Background: an optimization exercise with open tools, aiming at small area and few clock cycles per item. Do not read the settings as production practice. Where RTL was checked, it was by simulation tests only, not by an equivalence proof against the original.

the previous run:
==> module aes128_core, before the edit <==
module aes128_core (
  input  wire         clk,
  input  wire         rst,         
  input  wire         in_valid,
  output wire         in_ready,
  input  wire [127:0] in_key,
  input  wire [127:0] in_block,
  output reg          out_valid,
  input  wire         out_ready,
  output wire [127:0] out_block
);
  reg         busy;
  reg  [3:0]  round;       
  reg [127:0] state;       
  reg [127:0] rkey;        
  wire accept = in_valid && in_ready;
  assign in_ready = !busy && (!out_valid || out_ready);
  reg [7:0] rcon;          
  always @* begin
    case (round)
      4'd0:    rcon = 8'h01;
      4'd1:    rcon = 8'h02;
      4'd2:    rcon = 8'h04;
      4'd3:    rcon = 8'h08;
      4'd4:    rcon = 8'h10;
      4'd5:    rcon = 8'h20;
      4'd6:    rcon = 8'h40;
      4'd7:    rcon = 8'h80;
      4'd8:    rcon = 8'h1b;
      default: rcon = 8'h36;
    endcase
  end
  wire [127:0] k_next;
  aes_key_step u_key (.k_in(busy ? rkey : in_key), .rcon(rcon), .k_out(k_next));
  wire [127:0] s_next;     
  aes_round u_round (
    .s_in(state), .k_in(rkey), .s_out(s_next), .s_last(out_block)
  );
  always @(posedge clk) begin
    if (rst) begin
      busy      <= 1'b0;
      round     <= 4'd0;
      out_valid <= 1'b0;
    end else begin
      if (out_valid && out_ready)
        out_valid <= 1'b0;
      if (accept) begin
        busy  <= 1'b1;
        round <= 4'd1;
      end else if (busy) begin
        if (round == 4'd9) begin
          busy      <= 1'b0;
          round     <= 4'd0;
          out_valid <= 1'b1;
        end else begin
          round <= round + 4'd1;
        end
      end
    end
  end
  always @(posedge clk) begin
    if (accept) begin
      state <= in_block ^ in_key;
      rkey  <= k_next;
    end else if (busy) begin
      state <= s_next;
      rkey  <= k_next;
    end
  end
endmodule
==> module aes_key_step, before the edit <==
module aes_key_step (
  input  wire [127:0] k_in,
  input  wire [7:0]   rcon,
  output wire [127:0] k_out
);
  genvar i, b;
  wire [31:0] kw0 = k_in[127:96];
  wire [31:0] kw1 = k_in[95:64];
  wire [31:0] kw2 = k_in[63:32];
  wire [31:0] kw3 = k_in[31:0];
  wire [31:0] rot = {kw3[23:0], kw3[31:24]};
  wire [31:0] sub;
  wire [31:0] nw0, nw1, nw2, nw3, t0;
  generate
    for (i = 0; i < 4; i = i + 1) begin : g_ks
      aes_sbox u_sbox (.in(rot[31-8*i -: 8]), .out(sub[31-8*i -: 8]));
    end
    for (b = 0; b < 32; b = b + 1) begin : g_kx
      if (b >= 24) begin : g_rc
        g_xor2 u_rc (.a(kw0[b]), .b(rcon[b-24]), .y(t0[b]));
      end else begin : g_norc
        assign t0[b] = kw0[b];
      end
      g_xor2 u_w0 (.a(t0[b]),  .b(sub[b]), .y(nw0[b]));
      g_xor2 u_w1 (.a(kw1[b]), .b(nw0[b]), .y(nw1[b]));
      g_xor2 u_w2 (.a(kw2[b]), .b(nw1[b]), .y(nw2[b]));
      g_xor2 u_w3 (.a(kw3[b]), .b(nw2[b]), .y(nw3[b]));
    end
  endgenerate
  assign k_out = {nw0, nw1, nw2, nw3};
endmodule
==> module aes_round, before the edit <==
module aes_round (
  input  wire [127:0] s_in,
  input  wire [127:0] k_in,
  output wire [127:0] s_out,
  output wire [127:0] s_last
);
  genvar i, b, n;
  wire [127:0] sb;
  generate
    for (i = 0; i < 16; i = i + 1) begin : g_sub
      aes_sbox u_sbox (.in(s_in[127-8*i -: 8]), .out(sb[127-8*i -: 8]));
    end
  endgenerate
  wire [127:0] sr;
  generate
    for (i = 0; i < 16; i = i + 1) begin : g_shift
      localparam integer R = i % 4;
      localparam integer C = i / 4;
      localparam integer SRC = 4 * ((C + R) % 4) + R;
      assign sr[127-8*i -: 8] = sb[127-8*SRC -: 8];
    end
  endgenerate
  generate
    for (b = 0; b < 128; b = b + 1) begin : g_ark
      g_xor2 u_h (.a(sr[b]), .b(k_in[b]), .y(s_last[b]));
    end
  endgenerate
  generate
    for (i = 0; i < 4; i = i + 1) begin : g_mix
      wire [31:0] a = sr[127-32*i -: 32];
      wire [31:0] h = s_last[127-32*i -: 32];
      wire [31:0] u;        
      wire [31:0] x;        
      wire [7:0]  t;
      wire [31:0] f;
      for (b = 0; b < 4; b = b + 1) begin : g_byte
        localparam integer HI = 31 - 8*b;              
        localparam integer NX = 31 - 8*((b + 1) % 4);  
        wire [7:0] ub = u[HI -: 8];
        for (n = 0; n < 8; n = n + 1) begin : g_u
          g_xor2 u_u (.a(a[HI-7+n]), .b(a[NX-7+n]), .y(u[HI-7+n]));
        end
        assign x[HI-7] = ub[7];
        g_xor2 u_x1 (.a(ub[0]), .b(ub[7]), .y(x[HI-6]));
        assign x[HI-5] = ub[1];
        g_xor2 u_x3 (.a(ub[2]), .b(ub[7]), .y(x[HI-4]));
        g_xor2 u_x4 (.a(ub[3]), .b(ub[7]), .y(x[HI-3]));
        assign x[HI:HI-2] = ub[6:4];
        for (n = 0; n < 8; n = n + 1) begin : g_o
          g_xor2 u_f (.a(t[n]), .b(x[HI-7+n]), .y(f[HI-7+n]));
          g_xor2 u_o (.a(f[HI-7+n]), .b(h[HI-7+n]), .y(s_out[127-32*i-8*b-7+n]));
        end
      end
      for (b = 0; b < 8; b = b + 1) begin : g_t
        g_xor2 u_t (.a(u[24+b]), .b(u[8+b]), .y(t[b]));
      end
    end
  endgenerate
endmodule
Settings: LEC_CHECK=0, CAP_MARGIN=20, CORE_MARGIN=2, CORE_UTILIZATION=45, GPL_TIMING_DRIVEN=0, PLACE_DENSITY=0.55, SLEW_MARGIN=20, SYNTH_HIERARCHICAL=1, SYNTH_MINIMUM_KEEP_SIZE=0; clock period 8.0 ns.
run.sh (not shown) runs the stock make flow with config.mk's settings and CLKGATE_MAP_FILE= SYNTH_SCRIPT=/design/flow/synth_recipe.tcl, a recipe that flattens the netlist after the stock synthesis.
Testbench counts of the previous run, summed over its fixed seeds: cycles 19,208, items 1,920.
#### Input delta (the current run over the previous run)
-- flow/design.v --
<<< the previous run, line 162
  wire accept = in_valid && in_ready;
  assign in_ready = !busy && (!out_valid || out_ready);
  reg [7:0] rcon;          
  always @* begin
    case (round)
      4'd0:    rcon = 8'h01;
      4'd1:    rcon = 8'h02;
      4'd2:    rcon = 8'h04;
      4'd3:    rcon = 8'h08;
      4'd4:    rcon = 8'h10;
      4'd5:    rcon = 8'h20;
      4'd6:    rcon = 8'h40;
      4'd7:    rcon = 8'h80;
      4'd8:    rcon = 8'h1b;
      default: rcon = 8'h36;
    endcase
  end
  wire [127:0] k_next;
  aes_key_step u_key (.k_in(busy ? rkey : in_key), .rcon(rcon), .k_out(k_next));
  wire [127:0] s_next;     
  aes_round u_round (
    .s_in(state), .k_in(rkey), .s_out(s_next), .s_last(out_block)
  );
  always @(posedge clk) begin
>>> the current run, line 162
  wire accept = in_valid && in_ready;
  assign in_ready = !busy && (!out_valid || out_ready);
  reg [7:0] rcon;
  always @* begin
    case (round)
      4'd1:    rcon = 8'h01;
      4'd2:    rcon = 8'h02;
      4'd3:    rcon = 8'h04;
      4'd4:    rcon = 8'h08;
      4'd5:    rcon = 8'h10;
      4'd6:    rcon = 8'h20;
      4'd7:    rcon = 8'h40;
      4'd8:    rcon = 8'h80;
      4'd9:    rcon = 8'h1b;
      default: rcon = 8'h36;
    endcase
  end
  wire [127:0] s_next;     
  wire [127:0] k_next;     
  aes_round u_round (
    .s_in(state), .k_in(rkey), .rcon(rcon),
    .s_out(s_next), .s_last(out_block), .k_out(k_next)
  );
  always @(posedge clk) begin
<<< the previous run, line 208
    if (accept) begin
      state <= in_block ^ in_key;
      rkey  <= k_next;
    end else if (busy) begin
      state <= s_next;
>>> the current run, line 208
    if (accept) begin
      state <= in_block ^ in_key;
      rkey  <= in_key;
    end else if (busy) begin
      state <= s_next;
<<< the previous run, line 215
  end
endmodule
module aes_key_step (
  input  wire [127:0] k_in,
  input  wire [7:0]   rcon,
  output wire [127:0] k_out
);
  genvar i, b;
  wire [31:0] kw0 = k_in[127:96];
  wire [31:0] kw1 = k_in[95:64];
>>> the current run, line 215
  end
endmodule
module aes_round (
  input  wire [127:0] s_in,
  input  wire [127:0] k_in,
  input  wire [7:0]   rcon,
  output wire [127:0] s_out,
  output wire [127:0] s_last,
  output wire [127:0] k_out
);
  genvar i, b, n;
  wire [31:0] kw0 = k_in[127:96];
  wire [31:0] kw1 = k_in[95:64];
<<< the previous run, line 245
  endgenerate
  assign k_out = {nw0, nw1, nw2, nw3};
endmodule
module aes_round (
  input  wire [127:0] s_in,
  input  wire [127:0] k_in,
  output wire [127:0] s_out,
  output wire [127:0] s_last
);
  genvar i, b, n;
  wire [127:0] sb;
  generate
>>> the current run, line 248
  endgenerate
  assign k_out = {nw0, nw1, nw2, nw3};
  wire [127:0] sb;
  generate
<<< the previous run, line 270
  generate
    for (b = 0; b < 128; b = b + 1) begin : g_ark
      g_xor2 u_h (.a(sr[b]), .b(k_in[b]), .y(s_last[b]));
    end
  endgenerate
>>> the current run, line 265
  generate
    for (b = 0; b < 128; b = b + 1) begin : g_ark
      g_xor2 u_h (.a(sr[b]), .b(k_out[b]), .y(s_last[b]));
    end
  endgenerate
--- outcome ---
- The current run finished all stages; however, its layout fails the closing checks, the failures being setup timing.
- The current run: post-synth net total lower than the previous run
- Row die area: the current run higher / the previous run lower
- Lower clock period minus final worst setup slack goes to the previous run over the current run.
- Changes observed in the current run relative to the previous run: number of cells upsized or downsized after cts rose by about 200%, total stage count of the critical path rose by 9, met2 routing resource usage after global routing rose by 1.2 points.
- The current run vs. the previous run: pre-CTS worst setup slack moved down, count of mapped cells out of synthesis fell by 156, routed wire length increased by 16 mm relative to the old numbers.
Testbench counts of the current run, summed over its fixed seeds: cycles 19,208, items 1,920.

========
Setup of job 3505:
Another version of the RTL of aes128_core (not shown whole).
For scale: ~4000 cells after synthesis, ~390 I/O pins, about 0.036 mm^2 of cells after synthesis.
export LEC_CHECK = 0
export CAP_MARGIN = 20
export CORE_MARGIN = 2
export CORE_UTILIZATION = 60
export PLACE_DENSITY = 0.7
export SLEW_MARGIN = 20
export SYNTH_HIERARCHICAL = 1
export SYNTH_MINIMUM_KEEP_SIZE = 0
create_clock -name core_clock -period 8.0 [get_ports {clk}]
standard.sh (not shown) runs the stock make flow with config.mk's settings and CLKGATE_MAP_FILE= SYNTH_SCRIPT=/design/flow/synth_recipe.tcl, a recipe that flattens the netlist after the stock synthesis.
==> flow/flow/run.sh <==
#!/bin/bash
# The standard layout, with the port buffers made of buf_1 cells rather than
# the delay-buffer cells that buffer_ports picks on its own.
set -euo pipefail
bash standard.sh BUFFER_PORTS_ARGS="-buffer_cell sky130_fd_sc_hd__buf_1" finish > flow_make.log 2>&1
Testbench counts of job 3505, summed over its fixed seeds: cycles 19,208, items 1,920.
Input changes introduced in job 8083 (baseline for comparison: job 3505):
--- a/flow/design.v
+++ b/flow/design.v
@@ -2,21 +2,22 @@
   input  wire [7:0] in,
   output wire [7:0] out
 );
   wire U0 = in[7], U1 = in[6], U2 = in[5], U3 = in[4], U4 = in[3], U5 = in[2], U6 = in[1], U7 = in[0];
   wire T4, T2, T1, T3, T13, X5, T6, T8, X8, T9, T19, T20, T10, T22, T24, T23;
   wire X16, T27, T16, T15, T26, T25, T17, T14, M1, M2, M3, M4, M5, M6, M7, M8;
   wire M9, M10, M11, M12, M13, M14, M15, M16, M17, M18, M19, M20, M21, M22, M23, M24;
   wire M25, M26, M27, M28, M29, M30, M31, M32, M33, M34, M35, M36, M37, M38, M39, M40;
   wire M41, M42, M43, M44, M45, M46, M47, M48, M49, M50, M51, M52, M53, M54, M55, M56;
   wire M57, M58, M59, M60, M61, M62, M63, Y0, Y1, Y2, Y3, Y4, Y5, Y6, Y7, Y8;
-  wire Y9, Y10, Y11, Y13, Y14, Y15, Y17, Y19, Y21, Y22, Y24, Y26, Y27, Y29, Y30;
+  wire Y9, Y10, Y11, S7, Y13, Y14, Y15, S3, Y17, S1, Y19, S0, Y21, Y22, S6, Y24;
+  wire S5, Y26, Y27, S4, Y29, Y30, S2;
   g_xor2 u_t4 (.a(U3), .b(U5), .y(T4));
   g_xor2 u_t2 (.a(U5), .b(U0), .y(T2));
   g_xor2 u_t1 (.a(U0), .b(U3), .y(T1));
   g_xor2 u_t3 (.a(U6), .b(U0), .y(T3));
   g_xor2 u_t13 (.a(T3), .b(T4), .y(T13));
   g_xor2 u_x5 (.a(U4), .b(U6), .y(X5));
   g_xor2 u_t6 (.a(X5), .b(T1), .y(T6));
   g_xor2 u_t8 (.a(T6), .b(U7), .y(T8));
   g_xor2 u_x8 (.a(U1), .b(U2), .y(X8));
   g_xor2 u_t9 (.a(U7), .b(X8), .y(T9));
@@ -102,40 +103,48 @@
   g_xnor2 u_y2 (.a(M55), .b(Y1), .y(Y2));
   g_xor2 u_y3 (.a(M49), .b(M50), .y(Y3));
   g_xor2 u_y4 (.a(M46), .b(M58), .y(Y4));
   g_xnor2 u_y5 (.a(M48), .b(Y4), .y(Y5));
   g_xor2 u_y6 (.a(M46), .b(M47), .y(Y6));
   g_xor2 u_y7 (.a(M52), .b(M53), .y(Y7));
   g_xor2 u_y8 (.a(M50), .b(M51), .y(Y8));
   g_xnor2 u_y9 (.a(M59), .b(Y8), .y(Y9));
   g_xor2 u_y10 (.a(Y0), .b(Y9), .y(Y10));
   g_xor2 u_y11 (.a(Y3), .b(Y5), .y(Y11));
-  g_xnor2 u_s7 (.a(Y11), .b(Y10), .y(out[0]));
+  g_xnor2 u_s7 (.a(Y11), .b(Y10), .y(S7));
   g_xor2 u_y13 (.a(M53), .b(M54), .y(Y13));
   g_xnor2 u_y14 (.a(M60), .b(Y13), .y(Y14));
   g_xor2 u_y15 (.a(Y3), .b(Y6), .y(Y15));
-  g_xor2 u_s3 (.a(Y15), .b(Y2), .y(out[4]));
+  g_xor2 u_s3 (.a(Y15), .b(Y2), .y(S3));
   g_xor2 u_y17 (.a(Y6), .b(Y7), .y(Y17));
-  g_xnor2 u_s1 (.a(Y2), .b(Y17), .y(out[6]));
+  g_xnor2 u_s1 (.a(Y2), .b(Y17), .y(S1));
   g_xor2 u_y19 (.a(Y3), .b(Y7), .y(Y19));
-  g_xor2 u_s0 (.a(Y2), .b(Y19), .y(out[7]));
+  g_xor2 u_s0 (.a(Y2), .b(Y19), .y(S0));
   g_xor2 u_y21 (.a(Y11), .b(Y14), .y(Y21));
   g_xnor2 u_y22 (.a(M58), .b(Y13), .y(Y22));
-  g_xnor2 u_s6 (.a(Y10), .b(Y22), .y(out[1]));
+  g_xnor2 u_s6 (.a(Y10), .b(Y22), .y(S6));
   g_xnor2 u_y24 (.a(M57), .b(Y1), .y(Y24));
-  g_xor2 u_s5 (.a(Y24), .b(Y21), .y(out[2]));
+  g_xor2 u_s5 (.a(Y24), .b(Y21), .y(S5));
   g_xor2 u_y26 (.a(M47), .b(M48), .y(Y26));
   g_xor2 u_y27 (.a(Y8), .b(Y26), .y(Y27));
-  g_xor2 u_s4 (.a(Y2), .b(Y27), .y(out[3]));
+  g_xor2 u_s4 (.a(Y2), .b(Y27), .y(S4));
   g_xor2 u_y29 (.a(M61), .b(M63), .y(Y29));
   g_xor2 u_y30 (.a(Y19), .b(Y29), .y(Y30));
-  g_xnor2 u_s2 (.a(Y21), .b(Y30), .y(out[5]));
+  g_xnor2 u_s2 (.a(Y21), .b(Y30), .y(S2));
+  assign out[7] = S0;
+  assign out[6] = S1;
+  assign out[5] = S2;
+  assign out[4] = S3;
+  assign out[3] = S4;
+  assign out[2] = S5;
+  assign out[1] = S6;
+  assign out[0] = S7;
 endmodule
 module g_xor2  (input wire a, input wire b, output wire y); assign y = a ^ b;    endmodule
 module g_xnor2 (input wire a, input wire b, output wire y); assign y = ~(a ^ b); endmodule
 module g_nand2 (input wire a, input wire b, output wire y); assign y = ~(a & b); endmodule
 module g_nor2  (input wire a, input wire b, output wire y); assign y = ~(a | b); endmodule
 module aes128_core (
   input  wire         clk,
   input  wire         rst,         
   input  wire         in_valid,
   output wire         in_ready,
--- outcome ---
Job 8083 vs job 3505 — global-route wire length before repair dropped 3000 um. Count of clock-buffer cells in the layout up 9 in job 8083 wrt job 3505. For the met1 global-route usage, job 8083 came in 2.3 points lower than job 3505 did. [compare] base=job 3505 new=job 8083: met2 track demand over resource moved down, design area flat, worst path buffer plus inverter count higher, non-clock buffer count in the final layout now smaller, net count of the finished layout decreased about 0.4%. ~same area of the multi-input gates in job 3505 and job 8083.
The RTL of job 8083 was laid out without a check of its function.

[afterwards: timing with drivers on the ports]
The results above use ideal ports. As a check the final layouts listed here were re-extracted and re-timed, cells and wires unchanged. Step 1 (the two cells are an assumption about what drives the block):
set clk [get_ports {clk}]
set_driving_cell -lib_cell sky130_fd_sc_hd__clkbuf_16 $clk
set_driving_cell -lib_cell sky130_fd_sc_hd__buf_2 [delete_from_list [all_inputs] $clk]
Step 2, shift: input delay + t, output delay - t, t = (earliest + latest rising clock arrival at the registers) / 2. This alone moves slack from input paths to output paths. a / b / c = ideal / step 1 / step 2; a / b = the first two.
run | t, ns | setup slack, ns | hold WS [ns]
the previous run | 0.627 | 0.105 / 0.035 / -0.352 | 0.666 / 0.666 / 0.666
the current run | 0.633 | -0.789 / -0.856 / -0.222 | 0.581 / 0.581 / 0.581
job 3505 | 0.663 | 0.431 / 0.431 / -0.149 | 0.590 / 0.590 / 0.590
job 8083 | 0.615 | 0.488 / 0.535 / -0.081 | 0.577 / 0.577 / 0.577
With both steps, setup timing fails in the previous run, job 3505 and job 8083, where it was met with ideal ports. For job 3505, which loses most, drivers alone change the setup slack by 0.000 ns; drivers and shift together by -0.580 ns.
